What follows belongs to an exercise in optimizing a design on an open flow for small area, a short achievable clock period and few clock cycles per item; a production flow would make more cautious choices.
In this exercise RTL edits were held to simulation tests only and were not proved equivalent to the original.

File: flow/design.v
module fl_comp (
    input  wire               clk,
    input  wire               rst,
    input  wire               in_valid,
    output wire               in_ready,
    input  wire               in_start,      
    input  wire               in_settle,     
    input  wire               in_forced,     
    input  wire               in_ff_en,      
    input  wire signed [23:0] in_p,          
    input  wire        [13:0] in_centre,     
    input  wire signed [8:0]  in_code,       
    input  wire signed [17:0] in_ffd,        
    input  wire signed [23:0] cfg_ki,
    input  wire signed [23:0] cfg_b0,
    input  wire signed [23:0] cfg_b1,
    input  wire signed [23:0] cfg_b2,
    input  wire signed [23:0] cfg_a1,
    input  wire signed [23:0] cfg_a2,
    input  wire        [3:0]  cfg_gsh,
    input  wire        [15:0] cfg_imin,
    input  wire        [15:0] cfg_imax,
    input  wire        [15:0] cfg_dmin,
    input  wire        [15:0] cfg_dmax,
    input  wire        [15:0] cfg_ipre,
    input  wire        [15:0] cfg_ffd_max,
    input  wire               cfg_ovr_int,
    output reg                out_valid,
    output reg         [15:0] out_d,
    output reg                out_dsat_hi,
    output reg                out_dsat_lo,
    output reg                out_hold,
    output reg  signed [17:0] out_x,
    output reg  signed [39:0] out_i
);
    localparam signed [39:0] MAX40 = 40'sh7F_FFFF_FFFF;
    localparam signed [39:0] MIN40 = 40'sh80_0000_0000;
    assign in_ready = 1'b1;
    wire accept = in_valid & in_ready & ~rst;
    reg signed [39:0] i_q, y1_q, y2_q;
    reg signed [17:0] x1_q, x2_q, xv_q;
    reg               hi_q, lo_q;
    reg        [3:0]  g_q;
    wire [4:0] s = 5'd8 + {1'b0, cfg_gsh};
    reg signed [39:0] i0, y1_0, y2_0;
    reg signed [17:0] x1_0, x2_0, xv0;
    reg               hi0, lo0;
    reg signed [55:0] i_l, y1_l, y2_l;
    reg        [3:0]  dg;
    always @* begin
        dg   = cfg_gsh - g_q;
        i_l  = {{16{i_q[39]}}, i_q} <<< dg;
        y1_l = {{16{y1_q[39]}}, y1_q} <<< dg;
        y2_l = {{16{y2_q[39]}}, y2_q} <<< dg;
        if (in_start) begin
            i0   = {24'd0, cfg_ipre} << s;
            y1_0 = 40'sd0;
            y2_0 = 40'sd0;
            x1_0 = 18'sd0;
            x2_0 = 18'sd0;
            xv0  = 18'sd0;
            hi0  = 1'b0;
            lo0  = 1'b0;
        end else begin
            x1_0 = x1_q;
            x2_0 = x2_q;
            xv0  = xv_q;
            hi0  = hi_q;
            lo0  = lo_q;
            if (cfg_gsh > g_q) begin
                i0   = (i_l[55:39]  == {17{i_l[55]}})  ? i_l[39:0]  : (i_l[55]  ? MIN40 : MAX40);
                y1_0 = (y1_l[55:39] == {17{y1_l[55]}}) ? y1_l[39:0] : (y1_l[55] ? MIN40 : MAX40);
                y2_0 = (y2_l[55:39] == {17{y2_l[55]}}) ? y2_l[39:0] : (y2_l[55] ? MIN40 : MAX40);
            end else begin
                i0   = i_q  >>> (g_q - cfg_gsh);
                y1_0 = y1_q >>> (g_q - cfg_gsh);
                y2_0 = y2_q >>> (g_q - cfg_gsh);
            end
        end
    end
    wire signed [25:0] ref_f = $signed({12'd0, in_centre}) * 26'sd100
                             + ($signed({{17{in_code[8]}}, in_code}) <<< 8);
    wire signed [25:0] xe    = $signed({{2{in_p[23]}}, in_p}) - ref_f;
    wire signed [17:0] xs    = (xe[25:17] == {9{xe[25]}}) ? xe[17:0]
                             : (xe[25] ? 18'sh2_0000 : 18'sh1_FFFF);
    wire signed [17:0] x     = in_settle ? xv0 : xs;
    wire ovr = (in_code == 9'sh100) || (in_code == 9'sh0FF);
    wire hold = (hi0 && (x > 18'sd0)) || (lo0 && (x < 18'sd0)) || in_forced
              || (ovr && !cfg_ovr_int);
    wire signed [41:0] kx    = cfg_ki * x;
    wire signed [41:0] kx6   = kx >>> 6;
    wire signed [40:0] isum  = $signed({i0[39], i0}) + $signed(kx6[40:0]);
    wire signed [39:0] isat  = (isum[40] == isum[39]) ? isum[39:0] : (isum[40] ? MIN40 : MAX40);
    wire signed [39:0] imin_s = {24'd0, cfg_imin} << s;
    wire signed [39:0] imax_s = {24'd0, cfg_imax} << s;
    wire signed [39:0] i_hi  = (isat > imax_s) ? imax_s : isat;
    wire signed [39:0] i_cl  = (i_hi < imin_s) ? imin_s : i_hi;
    wire signed [39:0] i_new = hold ? i0 : i_cl;
    wire signed [41:0] p_b0 = cfg_b0 * x;
    wire signed [41:0] p_b1 = cfg_b1 * x1_0;
    wire signed [41:0] p_b2 = cfg_b2 * x2_0;
    wire signed [63:0] p_a1 = cfg_a1 * y1_0;
    wire signed [63:0] p_a2 = cfg_a2 * y2_0;
    wire signed [43:0] bsum = p_b0 + p_b1 + p_b2;
    wire signed [64:0] asum = p_a1 + p_a2;
    wire signed [44:0] ysum = (bsum >>> 6) - (asum >>> 22);
    wire signed [39:0] y    = (ysum[44:39] == {6{ysum[44]}}) ? ysum[39:0]
                            : (ysum[44] ? MIN40 : MAX40);
    wire signed [40:0] usum = {i_new[39], i_new} + {y[39], y};
    wire signed [39:0] u    = (usum[40] == usum[39]) ? usum[39:0] : (usum[40] ? MIN40 : MAX40);
    wire signed [39:0] ush  = u >>> s;
    wire signed [18:0] fmax   = $signed({3'd0, cfg_ffd_max});
    wire signed [18:0] fd     = $signed({in_ffd[17], in_ffd});
    wire signed [18:0] fd_hi  = (fd > fmax) ? fmax : fd;
    wire signed [18:0] fd_cl  = (fd_hi < -fmax) ? -fmax : fd_hi;
    wire signed [18:0] ffd    = (in_ff_en && !in_forced) ? fd_cl : 19'sd0;
    wire signed [40:0] dsum = {ush[39], ush} + {{22{ffd[18]}}, ffd};
    wire        [15:0] dc   = dsum[40] ? 16'd0 : ((dsum[39:16] != 24'd0) ? 16'hFFFF : dsum[15:0]);
    wire        [15:0] d_hi = (dc > cfg_dmax) ? cfg_dmax : dc;
    wire        [15:0] d    = (d_hi < cfg_dmin) ? cfg_dmin : d_hi;
    wire dsat_hi = (dc >= cfg_dmax);
    wire dsat_lo = (dc <= cfg_dmin);
    always @(posedge clk) begin
        if (rst) begin
            out_valid <= 1'b0;
        end else begin
            out_valid <= accept;
        end
        if (accept) begin
            i_q  <= i_new;
            x1_q <= x;
            x2_q <= x1_0;
            y1_q <= y;
            y2_q <= y1_0;
            xv_q <= x;
            hi_q <= dsat_hi;
            lo_q <= dsat_lo;
            g_q  <= cfg_gsh;
            out_d       <= d;
            out_dsat_hi <= dsat_hi;
            out_dsat_lo <= dsat_lo;
            out_hold    <= hold;
            out_x       <= x;
            out_i       <= i_new;
        end
    end
endmodule
File: flow/run.sh
#!/bin/bash
# synth_recipe.tcl (not shown) runs the flow's synth.tcl, then flattens the netlist and writes it again
# the make line also repeats each setting of config.mk as NAME=value (left out here)
make -C /OpenROAD-flow-scripts/flow DESIGN_CONFIG=/design/flow/config.mk WORK_HOME=/design/flow/orfs CLKGATE_MAP_FILE= SYNTH_SCRIPT=/design/flow/synth_recipe.tcl finish
File: flow/config.mk
export PLATFORM = sky130hd
export DESIGN_NAME = fl_comp
export DESIGN_NICKNAME = fl_comp
export VERILOG_FILES = /design/flow/design.v
export SDC_FILE = /design/flow/constraint.sdc
export NUM_CORES = 4
export LEC_CHECK = 0
export CAP_MARGIN = 20
export CORE_MARGIN = 2
export CORE_UTILIZATION = 40
export SLEW_MARGIN = 20
File: flow/constraint.sdc
create_clock -name core_clock -period 45.0 [get_ports {clk}]
set_input_delay 9.0000 -clock core_clock [delete_from_list [all_inputs] [get_ports {clk}]]
set_output_delay 9.0000 -clock core_clock [all_outputs]
set_load 0.01 [all_outputs]
==> qor.csv <==
stage,metric,value,unit
status,status,"complete, no violations",
routing,routed vias/inst,5.39,
critical_path,CP dominant cell by count,ha_1,
critical_path,critical path class,in -> reg,
layout,Area Growth Syn to Fin,7.38,%
place,dpl hpwl,460000,um
place,Place WS,-0.601,ns
place,RD Place Congestion,0.982,
floorplan,Die Ht,647,um
place,# port buffers,394,
global_route,largest net degree at the start of global routing,138,
clock_tree,clk sinks,180,
critical_path,"Data arrival, critical path",43.47,ns
synth,Yosys reg bits,180,
clock_tree,clock slew at reported path FFs,0.09,ns
synth,cell taking the most area after synthesis,fa_1,
flow_run,maxcap violations,0,
synth,post-synth top area share,47.7,%
timing,final worst slack,1.86,ns
global_route,GRT Total Usage,26.4,%
timing,Fmax,23.2,MHz
timing,Clock Skews,0.0469,ns
critical_path,CP endpoint kind,flop,
floorplan,area of the core,410000,um2
place,placed instance count,23900,
synth,synthesized cell area,165000,um2
floorplan,FP Rows,235,
global_route,first-pass GRT wire length,843000,um
floorplan,IO Count,396,
clock_tree,CTS tree,built,
clock_tree,worst-skew pair later-pin latency,0.58,ns
synth,commonest cells in the synthesized netlist,"4040 x inv_1, 3938 x fa_1, 3257 x nand2_1, 1028 x ha_1, 1022 x and2_1",
layout,Layout Cells excl Fill,24000,
clock_tree,CTS Buffer Depth,3,
global_route,gr ovfl total,0,
layout,final instance area,177000,um2
critical_path,Startpoint Class,primary input,
synth,sequential area share after synthesis,3.27,%
timing,Max Transition Viols Final,0,
worst_hold_path,type of the worst min-delay path,reg -> reg,
routing,TritonRoute pass-1 iters,6,
global_route,antenna violations before repair,29,
critical_path,"slowest stage delay, CP",0.57,ns
timing,Tcrit/Tclk final,95.9,%
clock_tree,Root Buffer,clkbuf_16,
timing,Finish-stage setup viols,0,
timing,Final min period,43.14,ns
timing,Hold WS,1.05,ns
critical_path,cell with the largest stage delay on the worst path,or4b_4,
synth,Synth async-reset ratio,0,%
floorplan,die area,418000,um2
critical_path,worst r2r path cells,118,
clock_tree,H-tree depth,4,
synth,post-synthesis cell count,18700,
synth,average cell area after synthesis,8.83,um2
clock_tree,CTS Buf Count,25,
critical_path,"Max FO, Critical Path",42,
routing,WL per Instance,22.8,um
global_route,vias in the first global route,136000,
routing,1st-iter DRT viols,10900,
synth,Post-synth EDFFs,179,
floorplan,Initial Util,40.2,%
routing,DR vias,129000,
critical_path,worst endpoint required time,45.34,ns
synth,ys flop type,edfxtp_1,
synth,Synth cell types,132,
floorplan,Die X-Extent,647,um
synth,most frequent cell after synthesis,inv_1,
place,Placed Area,176000,um2
worst_hold_path,worst hold path cell count,2,
routing,Detailed Route WL,547000,um
timing,relative slew slack,11.4,%
layout,Final Core Density,43.2,%
routing,Residual DRC,0,
layout,Layout Nets,23800,
timing,final hold violation count,0,
layout,share of cells above drive strength 1,5.77,%
synth,Yosys Warn Count,1,
synth,Synth area leaders,"fa_1 48%, inv_1 9.2%, ha_1 7.8%",
timing,Slew @ Worst Pin,1.32,ns
routing,DRT antenna net count,0,
-- layout make-up --
class                   count  area [um2]
fillers                 40600      233000
multi-input cells       13400      142000
inverters                4043       15200
repair buffers            845        7340
well taps                5451        6820
flip-flops and latches    180        5400
clock buffers              25         626
clock inverters             6        85.1
diodes                     11        27.5
repair inverters            1        7.51
-- timing repair --
item,CTS,global route
gates resized for setup,2,77
gates cloned,0,1
hold buffers,0,0
pin swaps,0,13
setup endpoints to repair,16,16
setup buffers,0,16
-- kinds of logic (layout without fill, tap and decap cells) --
logic type               Yosys count  in the layout  synth area share (%)
AND/OR/NAND/NOR                 5672           5672                  15.7
buffers and inverters           5097           4920                  11.7
adder cells (fa/ha/maj)         4967           4967                  55.5
AO/OA/AOI/OAI                   1922           1922                  7.51
multiplexers                     541            541                  4.55
XOR/XNOR                         321            321                  1.71
flip-flops                       180            180                  3.27
other                              2             29               0.00455
-- worst paths after layout --
check | startpoint | end | slack (ns)
setup / recovery | in_centre[2] | out_d[8]$_DFFE_PP_ | 1.86
hold reg to reg | out_x[16]$_DFFE_PP_ | x2_q[16]$_DFFE_PP_ | 1.05
hold / removal | out_x[16]$_DFFE_PP_ | x2_q[16]$_DFFE_PP_ | 1.05
setup reg to reg | g_q[0]$_DFFE_PP_ | out_d[8]$_DFFE_PP_ | 12.01
-- through the flow --
step,TNS (ns)
after floorplan,0
after global placement,-3.88
after detailed placement,-9.50
after CTS,0
after global routing,-1.30
final,0
-- flip-flops by register name, indices dropped and copies added (netlist names) --
signal	cells
out_d	16
y1_q	40
x2_q	18
out_hold	1
out_valid	1
g_q	4
out_dsat_lo	1
y2_q	40
out_x	18
out_i	40
out_dsat_hi	1
-- routing by layer --
| metal | global-route usage (%) | wire length [um] | vias to the layer above |
|---|---|---|---|
| li1 | - | - | 56200 |
| met1 | 36.9 | 234000 | 67400 |
| met2 | 42.0 | 248000 | 5091 |
| met3 | 4.33 | 44700 | 775 |
| met4 | 8.44 | 20500 | 8 |
| met5 | 0 | 55 | - |
-- worst max-delay path: cells and delay by family --
family | cells | cell delay [ns]
AO/OA/AOI/OAI | 81 | 15.15
AND/OR/NAND/NOR | 34 | 7.01
adder cells (fa/ha/maj) | 23 | 8.08
buffers and inverters | 15 | 2.31
XOR/XNOR | 5 | 0.69
multiplexers | 3 | 1.17
-- cells in the final DEF, fill, tap and decap left out, types with 31 or more instances in the layout --
cell,n
inv_1,4039
nand2_1,3254
mux2_2,98
a211oi_4,31
nand3_1,148
o21a_1,114
xor2_1,108
a31oi_1,55
o21bai_1,53
mux4_2,157
nand2b_1,177
clkdlybuf4s50_1,375
mux2i_1,284
ha_1,1025
buf_4,444
nor3_1,116
and3_1,44
nor2b_1,104
a211oi_1,74
and2_1,1020
a21oi_1,514
a21o_1,191
nor2_1,484
edfxtp_1,179
o21ai_0,425
nand4_1,69
or3_1,47
xnor2_1,204
o211ai_1,69
or2_2,46
fa_1,3936
Testbench counts, summed over its fixed seeds: cycles 12,000, items 12,000.

-- afterwards: timing with drivers on the ports --
No port has a modelled driver above. Below, the same layout with a new extraction and two added sets of constraints.
Step 1 (the two cells are an assumption about what drives the block):
set clk [get_ports {clk}]
set_driving_cell -lib_cell sky130_fd_sc_hd__clkbuf_16 $clk
set_driving_cell -lib_cell sky130_fd_sc_hd__buf_2 [delete_from_list [all_inputs] $clk]
Step 2 also shifts input and output timing later by t, the mid clock arrival at the registers, as if the neighbouring blocks saw the same clock.
Slacks: ideal / step 1 / step 2; pairs: ideal / step 1.
t (ns): 0.617
slack for setup (ns): 1.863 / 1.887 / 1.269
hold slack, ns: 1.054 / 1.054 / 1.054
clock arrival spread, ns: 0.047 / 0.047
worst data-port slew with drivers (ns): 0.19
After both steps setup and hold are still met in this run. The setup slack of this run moves by +0.024 ns with the drivers and by -0.594 ns with both steps.
